From an optimization exercise on the open Yosys and OpenROAD flow, aimed at small area, a short achievable clock period and few clock cycles per item; shortcuts taken in it are not production practice.
Where RTL was checked, it was by simulation tests only, not by an equivalence proof against the original.

==> flow/design.v <==
module dge_sha256 (
    input  wire         clk,
    input  wire         rst,             
    input  wire         start,
    input  wire         resume,
    input  wire [255:0] resume_h,        
    input  wire [63:0]  resume_count,    
    input  wire         abort,
    input  wire         in_valid,
    output wire         in_ready,
    input  wire [63:0]  in_data,
    input  wire         in_last,
    input  wire [3:0]   in_nbytes,
    output wire         busy,
    output reg          done,
    output reg          err,
    output wire [255:0] digest
);
    integer i;
    reg         busy_r;
    reg         addc;        
    reg         init;        
    reg         kv;          
    reg  [5:0]  q;           
    reg  [3:0]  sp;          
    reg         ended;       
    reg         m80;         
    reg         lenhere;     
    reg         lastblk;     
    reg  [5:0]  off;         
    reg  [54:0] blk;         
    reg  [31:0] H [0:7];
    reg  [31:0] a, b, c, d, e, f, g, h;
    reg  [31:0] w [0:15];    
    reg  [31:0] kk;          
    reg [31:0] kq;
    always @(*) begin
        case (q)
            6'd0:  kq = 32'h428a2f98; 6'd1:  kq = 32'h71374491; 6'd2:  kq = 32'hb5c0fbcf; 6'd3:  kq = 32'he9b5dba5;
            6'd4:  kq = 32'h3956c25b; 6'd5:  kq = 32'h59f111f1; 6'd6:  kq = 32'h923f82a4; 6'd7:  kq = 32'hab1c5ed5;
            6'd8:  kq = 32'hd807aa98; 6'd9:  kq = 32'h12835b01; 6'd10: kq = 32'h243185be; 6'd11: kq = 32'h550c7dc3;
            6'd12: kq = 32'h72be5d74; 6'd13: kq = 32'h80deb1fe; 6'd14: kq = 32'h9bdc06a7; 6'd15: kq = 32'hc19bf174;
            6'd16: kq = 32'he49b69c1; 6'd17: kq = 32'hefbe4786; 6'd18: kq = 32'h0fc19dc6; 6'd19: kq = 32'h240ca1cc;
            6'd20: kq = 32'h2de92c6f; 6'd21: kq = 32'h4a7484aa; 6'd22: kq = 32'h5cb0a9dc; 6'd23: kq = 32'h76f988da;
            6'd24: kq = 32'h983e5152; 6'd25: kq = 32'ha831c66d; 6'd26: kq = 32'hb00327c8; 6'd27: kq = 32'hbf597fc7;
            6'd28: kq = 32'hc6e00bf3; 6'd29: kq = 32'hd5a79147; 6'd30: kq = 32'h06ca6351; 6'd31: kq = 32'h14292967;
            6'd32: kq = 32'h27b70a85; 6'd33: kq = 32'h2e1b2138; 6'd34: kq = 32'h4d2c6dfc; 6'd35: kq = 32'h53380d13;
            6'd36: kq = 32'h650a7354; 6'd37: kq = 32'h766a0abb; 6'd38: kq = 32'h81c2c92e; 6'd39: kq = 32'h92722c85;
            6'd40: kq = 32'ha2bfe8a1; 6'd41: kq = 32'ha81a664b; 6'd42: kq = 32'hc24b8b70; 6'd43: kq = 32'hc76c51a3;
            6'd44: kq = 32'hd192e819; 6'd45: kq = 32'hd6990624; 6'd46: kq = 32'hf40e3585; 6'd47: kq = 32'h106aa070;
            6'd48: kq = 32'h19a4c116; 6'd49: kq = 32'h1e376c08; 6'd50: kq = 32'h2748774c; 6'd51: kq = 32'h34b0bcb5;
            6'd52: kq = 32'h391c0cb3; 6'd53: kq = 32'h4ed8aa4a; 6'd54: kq = 32'h5b9cca4f; 6'd55: kq = 32'h682e6ff3;
            6'd56: kq = 32'h748f82ee; 6'd57: kq = 32'h78a5636f; 6'd58: kq = 32'h84c87814; 6'd59: kq = 32'h8cc70208;
            6'd60: kq = 32'h90befffa; 6'd61: kq = 32'ha4506ceb; 6'd62: kq = 32'hbef9a3f7; default: kq = 32'hc67178f2;
        endcase
    end
    function [31:0] bs0(input [31:0] x);
        bs0 = {x[1:0], x[31:2]} ^ {x[12:0], x[31:13]} ^ {x[21:0], x[31:22]};
    endfunction
    function [31:0] bs1(input [31:0] x);
        bs1 = {x[5:0], x[31:6]} ^ {x[10:0], x[31:11]} ^ {x[24:0], x[31:25]};
    endfunction
    function [31:0] ss0(input [31:0] x);
        ss0 = {x[6:0], x[31:7]} ^ {x[17:0], x[31:18]} ^ {3'b000, x[31:3]};
    endfunction
    function [31:0] ss1(input [31:0] x);
        ss1 = {x[16:0], x[31:17]} ^ {x[18:0], x[31:19]} ^ {10'b0, x[31:10]};
    endfunction
    function [63:0] csa(input [31:0] x, input [31:0] y, input [31:0] z);
        csa = {((x & y) | (x & z) | (y & z)) << 1, x ^ y ^ z};
    endfunction
    wire [31:0] s1 = bs1(e);
    wire [31:0] ch = (e & f) ^ (~e & g);
    wire [31:0] s0 = bs0(a);
    wire [31:0] mj = (a & b) ^ (a & c) ^ (b & c);
    wire [63:0] p  = csa(h, kk, w[15]);                  
    wire [63:0] pv = csa(p[31:0], p[63:32], d);          
    wire [63:0] ex = csa(pv[31:0], pv[63:32], s1);
    wire [63:0] ey = csa(ex[31:0], ex[63:32], ch);
    wire [63:0] at = csa(s1, ch, s0);
    wire [63:0] au = csa(p[31:0], p[63:32], mj);
    wire [63:0] ax = csa(at[31:0], at[63:32], au[31:0]);
    wire [63:0] ay = csa(ax[31:0], ax[63:32], au[63:32]);
    wire [31:0] e_n = ey[31:0] + ey[63:32];
    wire [31:0] a_n = ay[31:0] + ay[63:32];
    wire [63:0] sa = csa(ss1(w[14]), w[9], ss0(w[1]));
    wire [63:0] sb = csa(sa[31:0], sa[63:32], w[0]);
    wire [31:0] sched = sb[31:0] + sb[63:32];
    wire feed_slot = busy_r & (addc | (q != 6'd0) | ~kv);
    wire from_in   = ~q[5] & ~q[4] & ~ended;
    wire turn0     = (sp == 4'd0);
    assign in_ready = feed_slot & from_in & q[0] & turn0;
    wire bad_last  = in_ready & in_valid & in_last & (in_nbytes > 4'd8);
    wire feed_ok   = feed_slot & (~from_in | (turn0 & in_valid & ~bad_last));
    reg [31:0] bword;
    always @(*) begin
        for (i = 0; i < 4; i = i + 1) begin
            if (!in_last || ({q[0], 2'(i)} < in_nbytes))
                bword[31-8*i -: 8] = in_data[32*q[0] + 8*i +: 8];
            else if ({q[0], 2'(i)} == in_nbytes)
                bword[31-8*i -: 8] = 8'h80;
            else
                bword[31-8*i -: 8] = 8'h00;
        end
    end
    wire [63:0] len = {blk, off, 3'b000};
    wire [31:0] gen = (q[3:1] == 3'd7 && lenhere) ? (q[0] ? len[31:0] : len[63:32]) :
                      m80 ? 32'h80000000 : 32'd0;
    wire [31:0] newword = (q[5] | q[4]) ? sched : (ended ? gen : bword);
    wire [31:0] sum0 = H[0] + (init ? 32'd0 : a);
    wire [31:0] sum1 = H[1] + (init ? 32'd0 : b);
    wire [31:0] sum2 = H[2] + (init ? 32'd0 : c);
    wire [31:0] sum3 = H[3] + (init ? 32'd0 : d);
    wire [31:0] sum4 = H[4] + (init ? 32'd0 : e);
    wire [31:0] sum5 = H[5] + (init ? 32'd0 : f);
    wire [31:0] sum6 = H[6] + (init ? 32'd0 : g);
    wire [31:0] sum7 = H[7] + (init ? 32'd0 : h);
    wire [255:0] iv = {32'h6a09e667, 32'hbb67ae85, 32'h3c6ef372, 32'ha54ff53a,
                       32'h510e527f, 32'h9b05688c, 32'h1f83d9ab, 32'h5be0cd19};
    wire [255:0] rh;         
    genvar gi;
    generate
        for (gi = 0; gi < 32; gi = gi + 1) begin : g_rh
            assign rh[255-8*gi -: 8] = resume_h[8*gi +: 8];
        end
    endgenerate
    wire [255:0] sv = resume ? rh : iv;
    wire [255:0] h_cat = {H[0], H[1], H[2], H[3], H[4], H[5], H[6], H[7]};
    generate
        for (gi = 0; gi < 32; gi = gi + 1) begin : g_dig
            assign digest[8*gi +: 8] = h_cat[255-8*gi -: 8];
        end
    endgenerate
    assign busy = busy_r;
    wire go = ~busy_r & start & ~abort & ~rst;
    always @(posedge clk) begin
        kk <= kq;
        for (i = 0; i < 15; i = i + 1)
            w[i] <= w[i+1];
        w[15] <= feed_ok ? newword : w[0];
        if (addc) begin
            a <= sum0; b <= sum1; c <= sum2; d <= sum3;
            e <= sum4; f <= sum5; g <= sum6; h <= sum7;
        end else begin
            b <= a; c <= b; d <= c;
            f <= e; g <= f; h <= g;
            if (kv) begin
                a <= a_n; e <= e_n;
            end else begin
                a <= d; e <= h;
            end
        end
    end
    always @(posedge clk) begin
        if (go) begin
            {H[0], H[1], H[2], H[3], H[4], H[5], H[6], H[7]} <= sv;
        end else if (addc) begin
            H[0] <= sum0; H[1] <= sum1; H[2] <= sum2; H[3] <= sum3;
            H[4] <= sum4; H[5] <= sum5; H[6] <= sum6; H[7] <= sum7;
        end
    end
    always @(posedge clk) begin
        if (rst) begin
            busy_r <= 1'b0;
            done   <= 1'b0;
            err    <= 1'b0;
            addc   <= 1'b0;
            kv     <= 1'b0;
            sp     <= 4'd0;
        end else if (abort) begin
            busy_r <= 1'b0;
            done   <= 1'b0;
            err    <= 1'b0;
            addc   <= 1'b0;
            kv     <= 1'b0;
            sp     <= 4'd0;
        end else if (!busy_r) begin
            addc <= 1'b0;
            kv   <= 1'b0;
            sp   <= 4'd0;
            if (start) begin
                done <= 1'b0;
                err  <= 1'b0;
                if (resume && resume_count[5:0] != 6'd0) begin
                    done <= 1'b1;
                    err  <= 1'b1;
                end else begin
                    busy_r <= 1'b1;
                    addc   <= 1'b1;
                end
            end
        end else if (bad_last) begin
            busy_r <= 1'b0;
            done   <= 1'b1;
            err    <= 1'b1;
            addc   <= 1'b0;
            kv     <= 1'b0;
        end else begin
            kv   <= feed_ok;
            addc <= kv & (q == 6'd0) & ~addc;
            if (feed_slot && !feed_ok)
                sp <= sp + 4'd1;
            if (addc && lastblk) begin
                busy_r <= 1'b0;
                done   <= 1'b1;
                addc   <= 1'b0;
                kv     <= 1'b0;
            end
        end
    end
    always @(posedge clk) begin
        if (go) begin
            init    <= 1'b1;
            q       <= 6'd0;
            ended   <= 1'b0;
            m80     <= 1'b0;
            lenhere <= 1'b0;
            lastblk <= 1'b0;
            blk     <= resume ? resume_count[60:6] : 55'd0;
        end else begin
            if (addc)
                init <= 1'b0;
            if (feed_ok) begin
                q <= q + 6'd1;
                if (from_in) begin
                    if (q[0]) begin
                        if (q[3:1] == 3'd7 && (!in_last || in_nbytes[3]))
                            blk <= blk + 55'd1;
                        if (in_last) begin
                            ended   <= 1'b1;
                            off     <= {q[3:1], 3'b000} + {2'b00, in_nbytes};
                            m80     <= in_nbytes[3];
                            lenhere <= !(q[3:1] == 3'd6 && in_nbytes[3]);
                        end
                    end
                end else if (~q[5] & ~q[4]) begin
                    m80 <= 1'b0;
                    if (q[3:0] == 4'd15) begin
                        lenhere <= 1'b1;
                        if (lenhere)
                            lastblk <= 1'b1;
                    end
                end
            end
        end
    end
endmodule
Settings: LEC_CHECK=0, CAP_MARGIN=20, CORE_MARGIN=2, CORE_UTILIZATION=40, SLEW_MARGIN=20; clock period 10.0 ns.
run.sh (not shown) runs the stock make flow with config.mk's settings and CLKGATE_MAP_FILE= SYNTH_SCRIPT=/design/flow/synth_recipe.tcl, a recipe that flattens the netlist after the stock synthesis.
The baseline completed and failed the layout checks on antenna rules.
Rerun with:
--- a/flow/design.v
+++ b/flow/design.v
@@ -20,16 +20,18 @@
     reg         busy_r;
     reg         addc;        
     reg         init;        
     reg         kv;          
+    reg         ring;        
     reg  [5:0]  q;           
     reg  [3:0]  sp;          
     reg         ended;       
     reg         m80;         
     reg         lenhere;     
     reg         lastblk;     
     reg  [5:0]  off;         
     reg  [54:0] blk;         
+    reg         full;        
     reg  [31:0] H [0:7];
     reg  [31:0] a, b, c, d, e, f, g, h;
     reg  [31:0] w [0:15];    
     reg  [31:0] kk;          
@@ -106,16 +108,10 @@
     wire [63:0] len = {blk, off, 3'b000};
     wire [31:0] gen = (q[3:1] == 3'd7 && lenhere) ? (q[0] ? len[31:0] : len[63:32]) :
                       m80 ? 32'h80000000 : 32'd0;
     wire [31:0] newword = (q[5] | q[4]) ? sched : (ended ? gen : bword);
-    wire [31:0] sum0 = H[0] + (init ? 32'd0 : a);
-    wire [31:0] sum1 = H[1] + (init ? 32'd0 : b);
-    wire [31:0] sum2 = H[2] + (init ? 32'd0 : c);
-    wire [31:0] sum3 = H[3] + (init ? 32'd0 : d);
-    wire [31:0] sum4 = H[4] + (init ? 32'd0 : e);
-    wire [31:0] sum5 = H[5] + (init ? 32'd0 : f);
-    wire [31:0] sum6 = H[6] + (init ? 32'd0 : g);
-    wire [31:0] sum7 = H[7] + (init ? 32'd0 : h);
+    wire [31:0] suma = H[3] + (init ? 32'd0 : a);
+    wire [31:0] sume = H[7] + (init ? 32'd0 : e);
     wire [255:0] iv = {32'h6a09e667, 32'hbb67ae85, 32'h3c6ef372, 32'ha54ff53a,
                        32'h510e527f, 32'h9b05688c, 32'h1f83d9ab, 32'h5be0cd19};
     wire [255:0] rh;         
     genvar gi;
@@ -138,10 +134,10 @@
         for (i = 0; i < 15; i = i + 1)
             w[i] <= w[i+1];
         w[15] <= feed_ok ? newword : w[0];
         if (addc) begin
-            a <= sum0; b <= sum1; c <= sum2; d <= sum3;
-            e <= sum4; f <= sum5; g <= sum6; h <= sum7;
+            a <= suma; b <= H[0]; c <= H[1]; d <= H[2];
+            e <= sume; f <= H[4]; g <= H[5]; h <= H[6];
         end else begin
             b <= a; c <= b; d <= c;
             f <= e; g <= f; h <= g;
             if (kv) begin
@@ -152,31 +148,34 @@
         end
     end
     always @(posedge clk) begin
         if (go) begin
-            {H[0], H[1], H[2], H[3], H[4], H[5], H[6], H[7]} <= sv;
-        end else if (addc) begin
-            H[0] <= sum0; H[1] <= sum1; H[2] <= sum2; H[3] <= sum3;
-            H[4] <= sum4; H[5] <= sum5; H[6] <= sum6; H[7] <= sum7;
+            {H[3], H[0], H[1], H[2], H[7], H[4], H[5], H[6]} <= sv;
+        end else if (ring) begin
+            H[0] <= suma; H[1] <= H[0]; H[2] <= H[1]; H[3] <= H[2];
+            H[4] <= sume; H[5] <= H[4]; H[6] <= H[5]; H[7] <= H[6];
         end
     end
     always @(posedge clk) begin
         if (rst) begin
             busy_r <= 1'b0;
             done   <= 1'b0;
             err    <= 1'b0;
             addc   <= 1'b0;
+            ring   <= 1'b0;
             kv     <= 1'b0;
             sp     <= 4'd0;
         end else if (abort) begin
             busy_r <= 1'b0;
             done   <= 1'b0;
             err    <= 1'b0;
             addc   <= 1'b0;
+            ring   <= 1'b0;
             kv     <= 1'b0;
             sp     <= 4'd0;
         end else if (!busy_r) begin
             addc <= 1'b0;
+            ring <= 1'b0;
             kv   <= 1'b0;
             sp   <= 4'd0;
             if (start) begin
                 done <= 1'b0;
@@ -186,28 +185,38 @@
                     err  <= 1'b1;
                 end else begin
                     busy_r <= 1'b1;
                     addc   <= 1'b1;
+                    ring   <= 1'b1;
                 end
             end
         end else if (bad_last) begin
             busy_r <= 1'b0;
             done   <= 1'b1;
             err    <= 1'b1;
             addc   <= 1'b0;
+            ring   <= 1'b0;
             kv     <= 1'b0;
         end else begin
             kv   <= feed_ok;
+            ring <= (ring & ~addc) | (feed_ok & (q == 6'd61));
             addc <= kv & (q == 6'd0) & ~addc;
             if (feed_slot && !feed_ok)
                 sp <= sp + 4'd1;
             if (addc && lastblk) begin
                 busy_r <= 1'b0;
                 done   <= 1'b1;
                 addc   <= 1'b0;
+                ring   <= 1'b0;
                 kv     <= 1'b0;
             end
         end
+    end
+    always @(posedge clk) begin
+        if (go)
+            blk <= resume ? resume_count[60:6] : 55'd0;
+        else
+            blk <= blk + {54'd0, full};
     end
     always @(posedge clk) begin
         if (go) begin
             init    <= 1'b1;
@@ -215,18 +224,17 @@
             ended   <= 1'b0;
             m80     <= 1'b0;
             lenhere <= 1'b0;
             lastblk <= 1'b0;
-            blk     <= resume ? resume_count[60:6] : 55'd0;
+            full    <= 1'b0;
         end else begin
             if (addc)
                 init <= 1'b0;
+            full <= feed_ok & from_in & q[0] & (q[3:1] == 3'd7) & (~in_last | in_nbytes[3]);
             if (feed_ok) begin
                 q <= q + 6'd1;
                 if (from_in) begin
                     if (q[0]) begin
-                        if (q[3:1] == 3'd7 && (!in_last || in_nbytes[3]))
-                            blk <= blk + 55'd1;
                         if (in_last) begin
                             ended   <= 1'b1;
                             off     <= {q[3:1], 3'b000} + {2'b00, in_nbytes};
                             m80     <= in_nbytes[3];
With this change the flow finished with timing, DRC and antenna clean; cell count came out lower by 17%; design area came out lower by 14%; worst setup slack loses 0.088 ns; flip-flop and latch count came out higher by 2; core utilization came out higher by 0.90 points; worst hold slack gains 0.013 ns; via count came out lower by 20%; sequential share of layout area came out higher by 4.3 points; non-clock buffer count came out lower by 11; wire length came out lower by 21%.
Testbench counts after the change, summed over its fixed seeds: cycles 81,368, bytes 61,945.
No functional check of the RTL was part of the first run of this note.

-- re-timing with driven ports --
How much do the figures lean on ideal ports? The routed layouts below were timed once more, with nothing changed but the port constraints.
Step 1: set_driving_cell puts a clkbuf_16 on clk and a buf_2 on each other input, an assumption about the parent block.
Step 2 also shifts input and output timing later by t, the mid clock arrival at the registers, as if the neighbouring blocks saw the same clock.
Three values: ideal ports, drivers, drivers and shift; two values: the first two.
| run | t, ns | setup slack, ns | clock arrival spread, ns | worst data-port slew with drivers (ns) |
|---|---|---|---|---|
| the first run | 0.859 | 3.809 / 3.809 / 3.809 | 0.084 / 0.083 | 0.14 |
| the second run | 0.829 | 3.721 / 3.639 / 3.836 | 0.066 / 0.067 | 0.11 |
